This is an optimization exercise on Yosys and OpenROAD, whose aim is a short achievable clock period and few clock cycles per item, not a production implementation.
No run shown here included a check of the RTL's function; only the layout flow was run.

`flow/design.v`:
```
module chk_unit (
    input  wire        clk,
    input  wire        rst,         
    input  wire        we,          
    input  wire [2:0]  n_alg,
    input  wire [31:0] n_state,
    input  wire        n_pend,
    input  wire [7:0]  n_aux,
    input  wire [31:0] n_cnt,
    output reg  [2:0]  alg,
    output reg  [31:0] state,
    output reg         pend,
    output reg  [7:0]  aux,
    output reg  [31:0] cnt
);
    always @(posedge clk) begin
        if (rst) begin
            alg   <= 3'd2;
            state <= 32'hFFFF_FFFF;
            pend  <= 1'b0;
            aux   <= 8'h00;
            cnt   <= 32'd0;
        end else if (we) begin
            alg   <= n_alg;
            state <= n_state;
            pend  <= n_pend;
            aux   <= n_aux;
            cnt   <= n_cnt;
        end
    end
endmodule
module chk_feedpre (
    input  wire [31:0] d,
    input  wire        n1,          
    input  wire        n2,          
    input  wire        n4,          
    output wire [7:0]  d8,          
    output wire [15:0] d16,
    output wire [31:0] d32,
    output wire [31:0] d32c,
    output wire [15:0] y1p0,        
    output wire [15:0] y2p0,        
    output wire [7:0]  hb0,         
    output wire [7:0]  hb1          
);
    function [7:0] crc8_b;
        input [7:0] crc;
        input [7:0] dv;
        integer i;
        reg [7:0] c;
        begin
            c = crc ^ dv;
            for (i = 0; i < 8; i = i + 1)
                c = c[7] ? ((c << 1) ^ 8'h07) : (c << 1);
            crc8_b = c;
        end
    endfunction
    function [15:0] crc16_b;
        input [15:0] crc;
        input [7:0]  dv;
        integer i;
        reg [15:0] c;
        begin
            c = crc ^ {dv, 8'h00};
            for (i = 0; i < 8; i = i + 1)
                c = c[15] ? ((c << 1) ^ 16'h1021) : (c << 1);
            crc16_b = c;
        end
    endfunction
    function [31:0] crc32_b;
        input [31:0] crc;
        input [7:0]  dv;
        integer i;
        reg [31:0] c;
        begin
            c = crc ^ {24'd0, dv};
            for (i = 0; i < 8; i = i + 1)
                c = c[0] ? ((c >> 1) ^ 32'hEDB8_8320) : (c >> 1);
            crc32_b = c;
        end
    endfunction
    function [31:0] crc32c_b;
        input [31:0] crc;
        input [7:0]  dv;
        integer i;
        reg [31:0] c;
        begin
            c = crc ^ {24'd0, dv};
            for (i = 0; i < 8; i = i + 1)
                c = c[0] ? ((c >> 1) ^ 32'h82F6_3B78) : (c >> 1);
            crc32c_b = c;
        end
    endfunction
    function [15:0] rotl1;
        input [15:0] a;
        rotl1 = {a[14:0], a[15]};
    endfunction
    function [15:0] madd;
        input [15:0] a;
        input [15:0] b;
        reg [16:0] t0;
        reg [16:0] t1;
        begin
            t0 = {1'b0, a} + {1'b0, b};
            t1 = {1'b0, a} + {1'b0, b} + 17'd1;
            madd = t1[16] ? t1[15:0] : t0[15:0];
        end
    endfunction
    function [15:0] maj;
        input [15:0] a;
        input [15:0] b;
        input [15:0] e;
        maj = (a & b) | (a & e) | (b & e);
    endfunction
    wire [7:0] b0 = d[7:0];
    wire [7:0] b1 = d[15:8];
    wire [7:0] b2 = d[23:16];
    wire [7:0] b3 = d[31:24];
    assign d8  = n1 ? crc8_b(8'h00, b0) :
                 n2 ? crc8_b(crc8_b(8'h00, b0), b1) :
                      crc8_b(crc8_b(crc8_b(crc8_b(8'h00, b0), b1), b2), b3);
    assign d16 = n1 ? crc16_b(16'h0000, b0) :
                 n2 ? crc16_b(crc16_b(16'h0000, b0), b1) :
                      crc16_b(crc16_b(crc16_b(crc16_b(16'h0000, b0), b1), b2), b3);
    assign d32 = n1 ? crc32_b(32'd0, b0) :
                 n2 ? crc32_b(crc32_b(32'd0, b0), b1) :
                      crc32_b(crc32_b(crc32_b(crc32_b(32'd0, b0), b1), b2), b3);
    assign d32c = n1 ? crc32c_b(32'd0, b0) :
                  n2 ? crc32c_b(crc32c_b(32'd0, b0), b1) :
                       crc32c_b(crc32c_b(crc32c_b(crc32c_b(32'd0, b0), b1), b2), b3);
    wire [15:0] w0 = {b1, b0};
    wire [15:0] w1 = {b3, b2};
    assign y1p0 = n2 ? w0 : madd(w0, w1);
    assign y2p0 = n2 ? w0 : madd(rotl1(w0), w1);
    assign hb0 = n4 ? b2 : b0;
    assign hb1 = n2 ? b1 : b3;
endmodule
module chk_engine (
    input  wire [31:0] v,           
    input  wire [31:0] c,
    input  wire [31:0] kv,          
    input  wire        kc,          
    input  wire [31:0] kx,          
    input  wire [2:0]  s8,          
    input  wire [2:0]  s16,         
    input  wire [2:0]  s32,         
    input  wire [2:0]  s32c,        
    input  wire        s_fl,        
    input  wire        s_red,       
    input  wire        k2,          
    input  wire [15:0] y1,
    input  wire [15:0] y2,
    output wire [31:0] n_v,
    output wire [31:0] n_c
);
    function [7:0] crc8_b;
        input [7:0] crc;
        input [7:0] dv;
        integer i;
        reg [7:0] c;
        begin
            c = crc ^ dv;
            for (i = 0; i < 8; i = i + 1)
                c = c[7] ? ((c << 1) ^ 8'h07) : (c << 1);
            crc8_b = c;
        end
    endfunction
    function [15:0] crc16_b;
        input [15:0] crc;
        input [7:0]  dv;
        integer i;
        reg [15:0] c;
        begin
            c = crc ^ {dv, 8'h00};
            for (i = 0; i < 8; i = i + 1)
                c = c[15] ? ((c << 1) ^ 16'h1021) : (c << 1);
            crc16_b = c;
        end
    endfunction
    function [31:0] crc32_b;
        input [31:0] crc;
        input [7:0]  dv;
        integer i;
        reg [31:0] c;
        begin
            c = crc ^ {24'd0, dv};
            for (i = 0; i < 8; i = i + 1)
                c = c[0] ? ((c >> 1) ^ 32'hEDB8_8320) : (c >> 1);
            crc32_b = c;
        end
    endfunction
    function [31:0] crc32c_b;
        input [31:0] crc;
        input [7:0]  dv;
        integer i;
        reg [31:0] c;
        begin
            c = crc ^ {24'd0, dv};
            for (i = 0; i < 8; i = i + 1)
                c = c[0] ? ((c >> 1) ^ 32'h82F6_3B78) : (c >> 1);
            crc32c_b = c;
        end
    endfunction
    function [15:0] rotl1;
        input [15:0] a;
        rotl1 = {a[14:0], a[15]};
    endfunction
    function [15:0] madd;
        input [15:0] a;
        input [15:0] b;
        reg [16:0] t0;
        reg [16:0] t1;
        begin
            t0 = {1'b0, a} + {1'b0, b};
            t1 = {1'b0, a} + {1'b0, b} + 17'd1;
            madd = t1[16] ? t1[15:0] : t0[15:0];
        end
    endfunction
    function [15:0] maj;
        input [15:0] a;
        input [15:0] b;
        input [15:0] e;
        maj = (a & b) | (a & e) | (b & e);
    endfunction
    wire [7:0]  c8_1  = crc8_b(v[7:0], 8'h00);
    wire [7:0]  c8_2  = crc8_b(c8_1, 8'h00);
    wire [7:0]  c8_4  = crc8_b(crc8_b(c8_2, 8'h00), 8'h00);
    wire [15:0] c16_1 = crc16_b(v[15:0], 8'h00);
    wire [15:0] c16_2 = crc16_b(c16_1, 8'h00);
    wire [15:0] c16_4 = crc16_b(crc16_b(c16_2, 8'h00), 8'h00);
    wire [31:0] c32_1 = crc32_b(v, 8'h00);
    wire [31:0] c32_2 = crc32_b(c32_1, 8'h00);
    wire [31:0] c32_4 = crc32_b(crc32_b(c32_2, 8'h00), 8'h00);
    wire [31:0] cc_1  = crc32c_b(v, 8'h00);
    wire [31:0] cc_2  = crc32c_b(cc_1, 8'h00);
    wire [31:0] cc_4  = crc32c_b(crc32c_b(cc_2, 8'h00), 8'h00);
    wire [31:0] crc_t =
        ({32{s8[0]}}   & {24'd0, c8_1})  | ({32{s8[1]}}   & {24'd0, c8_2})  |
        ({32{s8[2]}}   & {24'd0, c8_4})  |
        ({32{s16[0]}}  & {16'd0, c16_1}) | ({32{s16[1]}}  & {16'd0, c16_2}) |
        ({32{s16[2]}}  & {16'd0, c16_4}) |
        ({32{s32[0]}}  & c32_1) | ({32{s32[1]}}  & c32_2) | ({32{s32[2]}}  & c32_4) |
        ({32{s32c[0]}} & cc_1)  | ({32{s32c[1]}} & cc_2)  | ({32{s32c[2]}} & cc_4);
    wire [15:0] v1 = v[15:0];
    wire [15:0] c1 = c[15:0];
    wire [15:0] v2 = v[31:16];
    wire [15:0] c2 = c[31:16];
    wire [15:0] f1v = v1 ^ c1 ^ y1;
    wire [15:0] f1c = rotl1(maj(v1, c1, y1));
    wire [15:0] kv1 = k2 ? rotl1(v1) : v1;
    wire [15:0] kc1 = k2 ? rotl1(c1) : c1;
    wire [15:0] ga  = v2 ^ c2 ^ y2;
    wire [15:0] gb  = rotl1(maj(v2, c2, y2));
    wire [15:0] ha  = ga ^ gb ^ kv1;
    wire [15:0] hb  = rotl1(maj(ga, gb, kv1));
    wire [15:0] f2v = ha ^ hb ^ kc1;
    wire [15:0] f2c = rotl1(maj(ha, hb, kc1));
    wire [31:0] red = {madd(v2, c2), madd(v1, c1)};
    assign n_v = (kv & v) | ({32{s_fl}} & {f2v, f1v}) | ({32{s_red}} & red) |
                 (crc_t ^ kx);
    assign n_c = ({32{kc}} & c) | ({32{s_fl}} & {f2c, f1c});
endmodule
module chk_block (
    input  wire        clk,
    input  wire        rst,          
    input  wire        flr,          
    input  wire        req_valid,
    output wire        req_ready,
    input  wire        req_write,
    input  wire        req_host,     
    input  wire [7:0]  req_addr,
    input  wire [31:0] req_wdata,
    output reg         rsp_valid,
    output reg  [31:0] rsp_rdata
);
    function [15:0] rotl1;
        input [15:0] a;
        rotl1 = {a[14:0], a[15]};
    endfunction
    function [15:0] madd;
        input [15:0] a;
        input [15:0] b;
        reg [16:0] t0;
        reg [16:0] t1;
        begin
            t0 = {1'b0, a} + {1'b0, b};
            t1 = {1'b0, a} + {1'b0, b} + 17'd1;
            madd = t1[16] ? t1[15:0] : t0[15:0];
        end
    endfunction
    function [15:0] maj;
        input [15:0] a;
        input [15:0] b;
        input [15:0] e;
        maj = (a & b) | (a & e) | (b & e);
    endfunction
    function [31:0] width_mask;
        input [2:0] alg;
        width_mask = (alg == 3'd0) ? 32'h0000_00FF :
                     (alg == 3'd1) ? 32'h0000_FFFF : 32'hFFFF_FFFF;
    endfunction
    reg rst_q;                       
    reg ready_q;
    always @(posedge clk) begin
        rst_q <= rst;
        if (rst)
            ready_q <= 1'b1;
    end
    assign req_ready = ready_q;
    reg        v0, f0, w0, h0;
    reg [7:0]  a0;
    reg [31:0] d0;
    always @(posedge clk) begin
        v0 <= req_valid && !rst;
        f0 <= flr && !rst;
        w0 <= req_write;
        h0 <= req_host;
        a0 <= req_addr;
        d0 <= req_wdata;
    end
    reg        f2, uop2, wr2, own2, clr2, bad2, rd2, rdu2, rds2;
    reg [2:0]  u2, rr2;
    reg [1:0]  wd2;                  
    reg [2:0]  a_alg2;               
    reg        a_pend2, a_red2;
    reg [7:0]  a_aux2;
    reg [31:0] a_cnt2;
    reg [31:0] cv2, cc2;             
    reg [31:0] kv2, kx2;             
    reg        kc2, sfl2, sred2, k2_2;
    reg [2:0]  s8_2, s16_2, s32_2, s32c_2;
    reg [15:0] y1_2, y2_2;
    reg        luop, lwe, rv3, rs3, ru3;
    reg [2:0]  lu, rr3;
    reg [2:0]  l_alg;
    reg        l_pend, l_red;
    reg [7:0]  l_aux;
    reg [31:0] l_cnt, l_v, l_c;
    reg [1:0]  flags3;
    wire [2:0]  u_alg   [0:7];
    wire [31:0] u_state [0:7];
    wire        u_pend  [0:7];
    wire [7:0]  u_aux   [0:7];
    wire [31:0] u_cnt   [0:7];
    wire       is_status = (a0 == 8'h00);
    wire       is_unit   = (a0[7:6] == 2'b01 || a0[7:6] == 2'b10) && !a0[3];
    wire [2:0] usel      = {a0[7], a0[5:4]};
    wire [2:0] rsel      = a0[2:0];
    wire owned_drop = v0 && w0 && is_unit && h0 && !usel[2];
    wire uwr        = v0 && w0 && is_unit && !owned_drop;
    wire k_ctrl     = uwr && (rsel == 3'd0);
    wire k_feed     = uwr && (rsel == 3'd1 || rsel == 3'd2 || rsel == 3'd3);
    wire k_state    = uwr && (rsel == 3'd4);
    wire k_aux      = uwr && (rsel == 3'd5);
    wire k_count    = uwr && (rsel == 3'd7);
    wire n1 = (rsel == 3'd1);
    wire n2 = (rsel == 3'd2);
    wire n4 = (rsel == 3'd3);
    wire zap  = f2 && usel[2];                   
    wire fwd1 = uop2 && (u2 == usel);            
    wire fwd2 = luop && (lu == usel);            
    reg [2:0]  s_alg;
    reg        s_pend, s_red;
    reg [7:0]  s_aux;
    reg [31:0] s_cnt;
    reg [31:0] o_v, o_c;             
    always @(*) begin
        if (zap) begin
            s_alg = 3'd2; s_pend = 1'b0; s_aux = 8'h00; s_cnt = 32'd0;
            s_red = 1'b0;
        end else if (fwd1) begin
            s_alg = a_alg2; s_pend = a_pend2; s_aux = a_aux2; s_cnt = a_cnt2;
            s_red = a_red2;
        end else if (fwd2) begin
            s_alg = l_alg; s_pend = l_pend; s_aux = l_aux; s_cnt = l_cnt;
            s_red = l_red;
        end else begin
            s_alg = u_alg[usel]; s_pend = u_pend[usel]; s_aux = u_aux[usel];
            s_cnt = u_cnt[usel]; s_red = 1'b0;
        end
        if (zap) begin
            o_v = 32'hFFFF_FFFF; o_c = 32'd0;
        end else if (fwd2) begin
            o_v = l_v; o_c = l_c;
        end else begin
            o_v = u_state[usel]; o_c = 32'd0;
        end
    end
    wire [7:0]  pd8;
    wire [15:0] pd16;
    wire [31:0] pd32, pd32c;
    wire [15:0] py1p0, py2p0;
    wire [7:0]  phb0, phb1;
    chk_feedpre pre (
        .d(d0), .n1(n1), .n2(n2), .n4(n4),
        .d8(pd8), .d16(pd16), .d32(pd32), .d32c(pd32c),
        .y1p0(py1p0), .y2p0(py2p0), .hb0(phb0), .hb1(phb1)
    );
    wire [15:0] pu  = {d0[7:0], s_aux};
    wire [15:0] pw  = d0[23:8];
    wire [15:0] py1 = !s_pend ? py1p0 : n4 ? madd(pu, pw) : pu;
    wire [15:0] py2 = !s_pend ? py2p0 : n4 ? madd(rotl1(pu), pw) : pu;
    wire       alg_ok  = (d0[2:0] <= 3'd4);
    wire [2:0] alg_new = alg_ok ? d0[2:0] : s_alg;
    wire       init    = k_ctrl && d0[31];
    wire       is_c8   = (s_alg == 3'd0);
    wire       is_c16  = (s_alg == 3'd1);
    wire       is_c32  = (s_alg == 3'd2);
    wire       is_c32c = (s_alg == 3'd3);
    wire       is_fl   = (s_alg == 3'd4);
    wire       fl_upd  = k_feed && is_fl && (s_pend || !n1);
    wire [31:0] mask   = width_mask(s_alg);
    reg [31:0] init_value;
    always @(*) begin
        case (alg_new)
            3'd1:    init_value = 32'h0000_FFFF;
            3'd2:    init_value = 32'hFFFF_FFFF;
            3'd3:    init_value = 32'hFFFF_FFFF;
            default: init_value = 32'h0000_0000;
        endcase
    end
    reg [31:0] p_kv, p_kx;
    always @(*) begin
        p_kv = 32'hFFFF_FFFF;
        p_kx = 32'd0;
        if (k_feed) begin
            if (is_c8) begin
                p_kv = 32'hFFFF_FF00; p_kx = {24'd0, pd8};
            end else if (is_c16) begin
                p_kv = 32'hFFFF_0000; p_kx = {16'd0, pd16};
            end else if (is_c32) begin
                p_kv = 32'd0; p_kx = pd32;
            end else if (is_c32c) begin
                p_kv = 32'd0; p_kx = pd32c;
            end else if (fl_upd) begin
                p_kv = 32'd0;
            end
        end
        if (k_ctrl && (init || s_red))
            p_kv = 32'd0;
        if (init)
            p_kx = init_value;
        if (k_state) begin
            p_kv = ~mask;
            p_kx = d0 & mask;
        end
    end
    wire p_kc = !(init || (k_ctrl && s_red) || k_state || fl_upd);
    wire [2:0] nsz = {n4, n2, n1};
    always @(posedge clk) begin
        if (rst_q) begin
            f2 <= 1'b0; uop2 <= 1'b0; wr2 <= 1'b0; own2 <= 1'b0; clr2 <= 1'b0;
            bad2 <= 1'b0; rd2 <= 1'b0; rdu2 <= 1'b0; rds2 <= 1'b0;
        end else begin
            f2   <= f0;
            uop2 <= v0 && is_unit;
            wr2  <= uwr;
            own2 <= owned_drop;
            clr2 <= v0 && w0 && is_status;
            bad2 <= k_ctrl && !alg_ok;
            rd2  <= v0 && !w0;
            rdu2 <= v0 && !w0 && is_unit;
            rds2 <= v0 && !w0 && is_status;
        end
        u2  <= usel;
        rr2 <= rsel;
        wd2 <= d0[1:0];
        a_alg2  <= k_ctrl ? alg_new : s_alg;
        a_pend2 <= init ? 1'b0 :
                   (k_feed && is_fl) ? (s_pend ^ n1) :
                   k_aux ? d0[8] : s_pend;
        a_aux2  <= init ? 8'h00 :
                   (k_feed && is_fl && (!s_pend || !n1)) ? (s_pend ? phb1 : phb0) :
                   k_aux ? d0[7:0] : s_aux;
        a_cnt2  <= init ? 32'd0 :
                   k_feed ? s_cnt + {29'd0, nsz} :
                   k_count ? d0 : s_cnt;
        a_red2  <= (init || k_ctrl || k_state) ? 1'b0 :
                   fl_upd ? 1'b1 : s_red;
        kv2    <= p_kv;
        kx2    <= p_kx;
        kc2    <= p_kc;
        s8_2   <= (k_feed && is_c8)   ? nsz : 3'd0;
        s16_2  <= (k_feed && is_c16)  ? nsz : 3'd0;
        s32_2  <= (k_feed && is_c32)  ? nsz : 3'd0;
        s32c_2 <= (k_feed && is_c32c) ? nsz : 3'd0;
        sfl2   <= fl_upd;
        sred2  <= k_ctrl && !init && s_red;
        k2_2   <= n4;
        y1_2   <= py1;
        y2_2   <= py2;
    end
    wire [31:0] e_v, e_c;
    chk_engine eng (
        .v(cv2), .c(cc2), .kv(kv2), .kc(kc2), .kx(kx2),
        .s8(s8_2), .s16(s16_2), .s32(s32_2), .s32c(s32c_2),
        .s_fl(sfl2), .s_red(sred2), .k2(k2_2), .y1(y1_2), .y2(y2_2),
        .n_v(e_v), .n_c(e_c)
    );
    always @(posedge clk) begin
        cv2 <= fwd1 ? e_v : o_v;
        cc2 <= fwd1 ? e_c : o_c;
    end
    reg bad_alg_flag;
    reg unit_owned_flag;
    always @(posedge clk) begin
        if (rst_q) begin
            bad_alg_flag    <= 1'b0;
            unit_owned_flag <= 1'b0;
        end else begin
            if (bad2)
                bad_alg_flag <= 1'b1;
            else if (clr2 && wd2[1])
                bad_alg_flag <= 1'b0;
            if (own2)
                unit_owned_flag <= 1'b1;
            else if (clr2 && wd2[0])
                unit_owned_flag <= 1'b0;
        end
    end
    always @(posedge clk) begin
        if (rst_q) begin
            luop <= 1'b0; lwe <= 1'b0; rv3 <= 1'b0;
        end else begin
            luop <= uop2;
            lwe  <= wr2;
            rv3  <= rd2;
        end
        lu     <= u2;
        rs3    <= rds2;
        ru3    <= rdu2;
        rr3    <= rr2;
        l_alg  <= a_alg2;
        l_pend <= a_pend2;
        l_red  <= a_red2;
        l_aux  <= a_aux2;
        l_cnt  <= a_cnt2;
        l_v    <= e_v;
        l_c    <= e_c;
        flags3 <= {bad_alg_flag, unit_owned_flag};
    end
    wire [15:0] lv1 = l_v[15:0];
    wire [15:0] lc1 = l_c[15:0];
    wire [15:0] lv2 = l_v[31:16];
    wire [15:0] lc2 = l_c[31:16];
    wire [31:0] plain = l_red ? {madd(lv2, lc2), madd(lv1, lc1)} : l_v;
    genvar g;
    generate
        for (g = 0; g < 8; g = g + 1) begin : u
            chk_unit unit (
                .clk(clk),
                .rst(rst_q || (f2 && (g >= 4))),
                .we(lwe && (lu == g)),
                .n_alg(l_alg), .n_state(plain), .n_pend(l_pend),
                .n_aux(l_aux), .n_cnt(l_cnt),
                .alg(u_alg[g]), .state(u_state[g]), .pend(u_pend[g]),
                .aux(u_aux[g]), .cnt(u_cnt[g])
            );
        end
    endgenerate
    wire [15:0] lb  = {8'h00, l_aux};
    wire [15:0] r1v = lv1 ^ lc1 ^ lb;
    wire [15:0] r1c = rotl1(maj(lv1, lc1, lb));
    wire [15:0] ta  = lv2 ^ lc2 ^ lv1;
    wire [15:0] tb  = rotl1(maj(lv2, lc2, lv1));
    wire [15:0] tc  = ta ^ tb ^ lc1;
    wire [15:0] td  = rotl1(maj(ta, tb, lc1));
    wire [15:0] r2v = tc ^ td ^ lb;
    wire [15:0] r2c = rotl1(maj(tc, td, lb));
    reg        rv4, rs4, ru4;
    reg [2:0]  rr4, q_alg;
    reg        q_pend;
    reg [7:0]  q_aux;
    reg [31:0] q_cnt, q_plain, q_fl;
    reg [1:0]  q_flags;
    always @(posedge clk) begin
        if (rst_q)
            rv4 <= 1'b0;
        else
            rv4 <= rv3;
        rs4     <= rs3;
        ru4     <= ru3;
        rr4     <= rr3;
        q_alg   <= l_alg;
        q_pend  <= l_pend;
        q_aux   <= l_aux;
        q_cnt   <= l_cnt;
        q_plain <= plain;
        q_fl    <= {madd(r2v, r2c), madd(r1v, r1c)};
        q_flags <= flags3;
    end
    reg [31:0] result;
    always @(*) begin
        case (q_alg)
            3'd0:    result = q_plain & 32'h0000_00FF;
            3'd1:    result = q_plain & 32'h0000_FFFF;
            3'd2:    result = ~q_plain;
            3'd3:    result = ~q_plain;
            3'd4:    result = q_pend ? q_fl : q_plain;
            default: result = q_plain;
        endcase
    end
    reg [31:0] rd_value;
    always @(*) begin
        rd_value = 32'd0;
        if (rs4)
            rd_value = {30'd0, q_flags};
        else if (ru4) begin
            case (rr4)
                3'd0: rd_value = {29'd0, q_alg};
                3'd4: rd_value = q_plain & width_mask(q_alg);
                3'd5: rd_value = {23'd0, q_pend, q_aux};
                3'd6: rd_value = result;
                3'd7: rd_value = q_cnt;
                default: rd_value = 32'd0;    
            endcase
        end
    end
    always @(posedge clk) begin
        if (rst_q)
            rsp_valid <= 1'b0;
        else
            rsp_valid <= rv4;
        rsp_rdata <= rd_value;
    end
endmodule
```
`flow/run.sh`:
```
#!/bin/bash
# synth_recipe.tcl (not shown) runs the flow's synth.tcl, then flattens the netlist and writes it again
# the make line also repeats each setting of config.mk as NAME=value (left out here)
make -C /OpenROAD-flow-scripts/flow DESIGN_CONFIG=/design/flow/config.mk WORK_HOME=/design/flow/orfs CLKGATE_MAP_FILE= SYNTH_SCRIPT=/design/flow/synth_recipe.tcl finish
```
`flow/config.mk`:
```
export PLATFORM = sky130hd
export DESIGN_NAME = chk_block
export DESIGN_NICKNAME = chk_block
export VERILOG_FILES = /design/flow/design.v
export SDC_FILE = /design/flow/constraint.sdc
export NUM_CORES = 8
export LEC_CHECK = 0
export ABC_CLOCK_PERIOD_IN_PS = 3000
export CAP_MARGIN = 20
export CORE_MARGIN = 2
export CORE_UTILIZATION = 30
export PLACE_DENSITY = 0.5
export SETUP_SLACK_MARGIN = 5
export SLEW_MARGIN = 20
```
`flow/constraint.sdc`:
```
create_clock -name core_clock -period 13.0 [get_ports {clk}]
set_input_delay 2.6000 -clock core_clock [delete_from_list [all_inputs] [get_ports {clk}]]
set_output_delay 2.6000 -clock core_clock [all_outputs]
set_load 0.01 [all_outputs]
```
==> results.yml, run 1 <==
run_status:
  outcome: "no timing/DRC/antenna violations"
timing:
  finalHoldViolCount: 0
  relSlewSlack_pct: 19.71
  finalMaxSlewViolations: 0
  period_needed_ps: 7638
  setup_viol: 0
  clock.fmax_ghz: 0.1309
  clock_skew_ps: 74.95
  rsz0062_at_grt: "no"
  period_share_pct: 58.76
  setup_tns_ps: 0
  worstMarginPinSlew_ps: 1181
global_route:
  grt_start_max_net_pins: 136
  grt_pass1_wl_mm: 483.7
  grtUsageTotal_pct: 25.73
  antenna_found_initial: 19
  grt_overflow: 0
  grt_pass1_vias: 64290
place:
  place_congestion: 0.9729
  dp.cells: 11950
  dpl_cell_area_sq_um: 79270
  hpwl_mm: 247.9
  numPortBuffers: 78
floorplan:
  die_area_sq_um: 254000
  die_height_um: 504.0
  num_rows: 183
  die-width_um: 504.0
  num_io_pins: 80
  start_util_pct: 30.16
  core_sq_um: 248700
logic_synthesis:
  synth_fp_nets: 9331
  yosysUniqueCellTypes: 94
  ys.flop_type: "dfxtp_1"
  synth_seq_area_share_pct: 30.29
  syn_inst: 8985
  syn_avg_cell_area_sq_um: 8.348
  postSynth.asyncResetShare_pct: 0
  yosys-top-cells-area: "dfxtp_1 30%, xnor2_1 14%, nand2_1 6.3%, a21oi_1 5.9%, xor2_1 5.2%"
  yosysTopAreaCellShare_pct: 30.29
  ys.warnings.count: 4
  synth-seq-cells: 1135
  synth_edf_count: 0
  syn_area_sq_um: 75000
  yosys.area.top_type: "dfxtp_1"
clocking:
  clkLatencyLatePin_ps: 810
  numClockSinks: 1135
  clk_path_buf_depth: 3
  cts_tree: "done"
  root_buffer: "clkbuf_16"
  clkTransAtPathRegs_ps: 70
  ctsHoldBuffers: 0
  numCtsBuffers: 121
  cts-htree-levels: 3
drt:
  route.detailed.drc: 0
  drtAntennaViolNets: 0
  viasPerCell: 5.561
  vias: 67790
  wl_per_cell_um: 28.03
  wl_mm: 341.6
  dr.pass1.iters: 7
  drt_iter0_drc: 8374
worst_setup_path:
  cp.required_ps: 13640
  crit_fanout: 18
  worstSetupEndpointType: "register"
  start_kind: "register"
  criticalPathCategory: "register to register"
  critical_path_arrival_ps: 8280
cells_and_area:
  finalNetCount: 9096
  regArea_sq_um: 22750
  drive_gt1_share_pct: 7.648
  fill_cells: 26040
  reg_top3: "u.unit.cnt x256, u.unit.state x256, u.unit.aux x64"
  fin_area_sq_um: 83670
  postLayoutCoreUtil_pct: 33.65
  synthToLayoutAreaGrowth_pct: 11.56
  multi_input_area_sq_um: 49030
  instances_no_fill: 12190
job:
  maxCapViolCount: 0
hold_path:
  holdCritPathClass: "register to register"
-- logic make-up (layout without fill, tap and decap cells) --
logic type                 after synthesis  after routing  share of synthesized area (%)
other                                    1              9                       0.005000
buffers and inverters                  926            792                          4.746
AOI/OAI and AO/OA                     2448           2448                          20.51
adders and majority gates              300            300                          6.306
and+or+nand+nor                       2170           2171                          12.15
xor gates and xnor gates              1770           1770                          22.21
muxes                                  235            235                          3.780
DFF                                   1135           1135                          30.29
-- worst max-delay path, stage by stage, from the launching register on --
cell and delay (ps):
dfxtp_1 300, buf_4 370, clkinv_1 350, ha_1 680, xnor2_1 660, xnor2_1 330
xnor2_1 520, xnor2_1 300, xnor2_1 520, xor2_1 410, xnor2_1 130, xnor2_1 710
xor2_1 670, xnor2_1 210, nor2_1 60, o311ai_0 340, a21oi_1 200, a311oi_1 520
a211oi_1 160
-- per-stage QoR --
stage                     setup slack, ps  hold slack, ps
after floorplan                      5001           309.6
after global placement               5097           310.3
after detailed placement             5105           312.1
after CTS                            5059           290.4
after global routing                 5025           296.8
final                                5362           293.3
-- Yosys cell counts (all sizes together) (122+ instances only) --
cell type	n
a21oi	878
xor2	460
xnor2	1267
fa	130
a211oi	151
dfxtp	1135
o21ai	531
nor2	456
nand2	1251
inv	282
clkbuf	517
buf	122
ha	170
mux2i	146
-- cell usage in the layout (no fill, tap or decap), drive strengths merged, types with 40 or more instances in the layout --
cell and instances:
xnor2 1267, nand2 1251, dfxtp 1135, a21oi 878, o21ai 531, xor2 460
nor2 456, inv 283, buf 202, ha 170, clkbuf 162, a211oi 151
mux2i 146, fa 130, nand3 118, a221oi 114, o211ai 110, nor3 96
a22oi 89, a22o 80, o21bai 78, clkdlybuf4s50 78, mux2 56, a31oi 52
a21o 51, o22ai 44, nand4 44, a222oi 42, clkinv 40
-- final cells by class --
class / count / area share [%]
Multi-Input combinational cell: 6925 / 58.59
Sequential cell: 1135 / 27.18
Tap cell: 3330 / 4.979
Clock buffer: 162 / 4.090
Timing Repair Buffer: 280 / 2.787
Inverter: 287 / 1.289
Clock inverter: 63 / 1.056
Antenna cell: 8 / 0.02393
-- final timing paths --
check,cells past startpoint,startpoint,to,slack (ps)
worst max-delay path,18,d0[1],kx2[8],5360
worst min-delay path,0,a_cnt2[4],l_cnt[4],290
worst max register to register,18,d0[1],kx2[8],5360
worst min register to register,0,a_cnt2[4],l_cnt[4],290
-- timing repair --
| action | 4_1_cts | 5_1_grt |
|---|---|---|
| resized for setup | 0 | 13 |
| buffers inserted | 0 | 2 |
| setup endpoints to repair | 0 | 31 |
-- metal layers --
| metal | part of all wire [%] | GRT usage, % | up-vias |
|---|---|---|---|
| li1 | - | - | 30560 |
| met1 | 43 | 35.61 | 33500 |
| met2 | 45 | 40.27 | 3143 |
| met3 | 7.5 | 3.388 | 578 |
| met4 | 4.4 | 10.30 | 8 |
| met5 | 0.019 | 0 | - |
==> run 2: changes to the inputs <==
==> flow/flow/run.sh (new file) <==
#!/bin/bash
# Standard synthesis, then the standard layout with timing repair aiming
# well below the clock period (the SDC is unchanged).
set -e
bash standard.sh synth > synth.log 2>&1
bash standard.sh SETUP_SLACK_MARGIN=9.5 finish > layout.log 2>&1
==> flow/standard.sh (new file) <==
#!/bin/bash
# synth_recipe.tcl (not shown) runs the flow's synth.tcl, then flattens the netlist and writes it again
# the make line also repeats each setting of config.mk as NAME=value (left out here)
make -C /OpenROAD-flow-scripts/flow DESIGN_CONFIG=/design/flow/config.mk WORK_HOME=/design/flow/orfs CLKGATE_MAP_FILE= SYNTH_SCRIPT=/design/flow/synth_recipe.tcl "${@:-finish}"
--- a/flow/config.mk
+++ b/flow/config.mk
@@ -10,5 +10,4 @@
 export CORE_MARGIN = 2
 export CORE_UTILIZATION = 30
 export PLACE_DENSITY = 0.5
-export SETUP_SLACK_MARGIN = 5
 export SLEW_MARGIN = 20
removed: flow/run.sh
==> run 2 against run 1 <==
Against the previous run: utilization is 8.3 points higher; synthesized cell count stayed put; die area stayed put; register-to-register slack better by 1800 ps; clock skew is 18 ps higher; sequential cell count stayed put; first-iteration DRC count is 5.9% higher; critical path type unchanged; still clean on timing, DRC and antenna; via count is 8.9% higher; worst hold slack worse by 1.8 ps.
==> results.yml, run 2 <==
drt:
  vias: 73850
  drt_iter0_drc: 8866
  drtAntennaViolNets: 0
  wl_per_cell_um: 28.67
  dr.pass1.iters: 9
  viasPerCell: 5.636
  wl_mm: 375.7
  route.detailed.drc: 0
floorplan:
  start_util_pct: 30.16
  num_rows: 183
  die_area_sq_um: 254000
  die_height_um: 504.0
  core_sq_um: 248700
  num_io_pins: 80
  die-width_um: 504.0
logic_synthesis:
  ys.warnings.count: 4
  syn_area_sq_um: 75000
  syn_avg_cell_area_sq_um: 8.348
  yosysUniqueCellTypes: 94
  synth-seq-cells: 1135
  postSynth.asyncResetShare_pct: 0
  ys.flop_type: "dfxtp_1"
  syn_inst: 8985
  yosysTopAreaCellShare_pct: 30.29
  yosys-top-cells-area: "dfxtp_1 30%, xnor2_1 14%, nand2_1 6.3%, a21oi_1 5.9%, xor2_1 5.2%"
  yosys.cell_count.top_type: "nand2_1"
  yosys.area.top_type: "dfxtp_1"
  synth_fp_nets: 9331
  synth_commonest_cells: "1251 x nand2_1, 1228 x xnor2_1, 1135 x dfxtp_1, 878 x a21oi_1, 524 x o21ai_0"
  synth_seq_area_share_pct: 30.29
  synth_edf_count: 0
cells_and_area:
  final_cell_mix: "1221 x nand2_1, 1069 x dfxtp_1, 868 x xnor2_1, 765 x a21oi_1, 732 x buf_4"
  layout_commonest_cell: "nand2_1"
  fill_cells: 24070
  finalNetCount: 10000
  reg_top3: "u.unit.cnt x256, u.unit.state x256, u.unit.aux x64"
  multi_input_area_sq_um: 59690
  regArea_sq_um: 22870
  postLayoutCoreUtil_pct: 41.95
  synthToLayoutAreaGrowth_pct: 39.07
  drive_gt1_share_pct: 28.40
worst_setup_path:
  worstSetupEndpointType: "register"
  cp.required_ps: 13650
  cpPeakStageDelay_ps: 460
  critical_path_arrival_ps: 6490
  crit_slowest_cell: "or3_4"
  start_kind: "register"
  crit_fanout: 6
  cp_common_cell: "a21oi_2"
  criticalPathCategory: "register to register"
run_status:
  outcome: "no timing/DRC/antenna violations"
global_route:
  antenna_found_initial: 18
  grt_pass1_wl_mm: 521.7
  grtUsageTotal_pct: 27.89
  grt_start_max_net_pins: 219
  grt_overflow: 0
  grt_pass1_vias: 69980
timing:
  worstMarginPinSlew_ps: 1134
  period_share_pct: 44.89
  relSlewSlack_pct: 23.60
  finalMaxSlewViolations: 0
  clock_skew_ps: 92.49
  period_needed_ps: 5835
  finalHoldViolCount: 0
  setup_tns_ps: 0
  setup_viol: 0
  final.setup.worst_slack_ps: 7165
  holdWs_ps: 291.6
  clock.fmax_ghz: 0.1714
  rsz0062_at_grt: "yes"
place:
  hpwl_mm: 248.9
  numPortBuffers: 78
  place_worst_setup_slack_ps: 5465
  place_congestion: 0.9764
clocking:
  cts-htree-levels: 4
  cts_tree: "done"
  clk_path_buf_depth: 3
  clkLatencyLatePin_ps: 850
  ctsHoldBuffers: 0
  root_buffer: "clkbuf_16"
  clkTransAtPathRegs_ps: 60
  numCtsBuffers: 133
  numClockSinks: 1135
hold_path:
  holdCritPathClass: "register to register"
job:
  maxCapViolCount: 0
==> run 2: what timing repair did <==
item | in CTS | in global routing
resized for setup | 1197 | 505
setup buffers | 656 | 224
gates cloned | 26 | 10
setup endpoints to repair | 635 | 535
pin swaps | 475 | 421
==> run 2: area by class of cell <==
class	instances	area share, %
multi-input cells	6933	57.22
flip-flops and latches	1135	21.92
repair buffers	1168	11.37
well taps	3330	3.994
clock buffers	198	3.704
inverters	287	1.101
clock inverters	43	0.6717
diodes	8	0.01919
==> run 2: stage by stage <==
stage                     cells  instance area [sq um]
final                     13100                 104300
after CTS                 12860                  99520
after global placement    11940                  82170
after floorplan            8985                  78700
after detailed placement  11940                  82210
after global routing      13100                 104300
==> run 2: path summary, 6_finish.rpt <==
kind               end  slack, ps  cells after the start        from
max           y2_2[13]       7160                     31       a0[7]
min          l_cnt[16]        290                      0  a_cnt2[16]
max reg2reg   y2_2[13]       7160                     31       a0[7]
min reg2reg  l_cnt[16]        290                      0  a_cnt2[16]
==> run 2: worst max-delay path: cells and delay by family, from the launching register on <==
| kind | cells | cell delay (ps) |
|---|---|---|
| AO/OA/AOI/OAI | 19 | 3100 |
| flip-flops | 1 | 390 |
| adder cells (fa/ha/maj) | 1 | 200 |
| multiplexers | 1 | 300 |
| XOR/XNOR | 1 | 160 |
| buffers and inverters | 5 | 660 |
| AND/OR/NAND/NOR | 4 | 840 |
==> run 2: logic make-up (layout without fill, tap and decap cells) <==
logic type / after synthesis / in the layout / share of synthesized area [%]
AOI/OAI and AO/OA: 2448 / 2451 / 20.51
xor gates and xnor gates: 1770 / 1771 / 22.21
adders and majority gates: 300 / 300 / 6.306
buffers and inverters: 926 / 1696 / 4.746
DFF: 1135 / 1135 / 30.29
muxes: 235 / 235 / 3.780
other: 1 / 9 / 0.005000
and+or+nand+nor: 2170 / 2175 / 12.15
==> run 2: routing by layer <==
layer	vias to the layer above	part of all wire [%]	global-route usage (%)
li1	32360	-	-
met1	36710	41	37.79
met2	3902	44	42.79
met3	862	9.2	4.945
met4	10	5.9	13.22
met5	-	0.018	0

-- re-timing with driven ports --
No port has a modelled driver above. Below, the same layouts with a new extraction and two added sets of constraints. Step 1 (the two cells are an assumption about what drives the block):
set clk [get_ports {clk}]
set_driving_cell -lib_cell sky130_fd_sc_hd__clkbuf_16 $clk
set_driving_cell -lib_cell sky130_fd_sc_hd__buf_2 [delete_from_list [all_inputs] $clk]
Step 2 adds t to the input delays and takes it off the output delays; t is the mean of the earliest and latest rising clock arrival at the registers after step 1. Input paths then give back, and output paths get back, about the clock's delay inside the block. a / b / c = no drivers / after step 1 / after step 2; a / b = the first two.
| run | t, ns | setup WS [ns] | pins driven straight from the clock port |
|---|---|---|---|
| run 1 | 0.863 | 5.362 / 5.362 / 5.362 | 1 |
| run 2 | 0.889 | 7.165 / 7.165 / 7.165 | 1 |
After both steps every run listed still meets setup and hold.
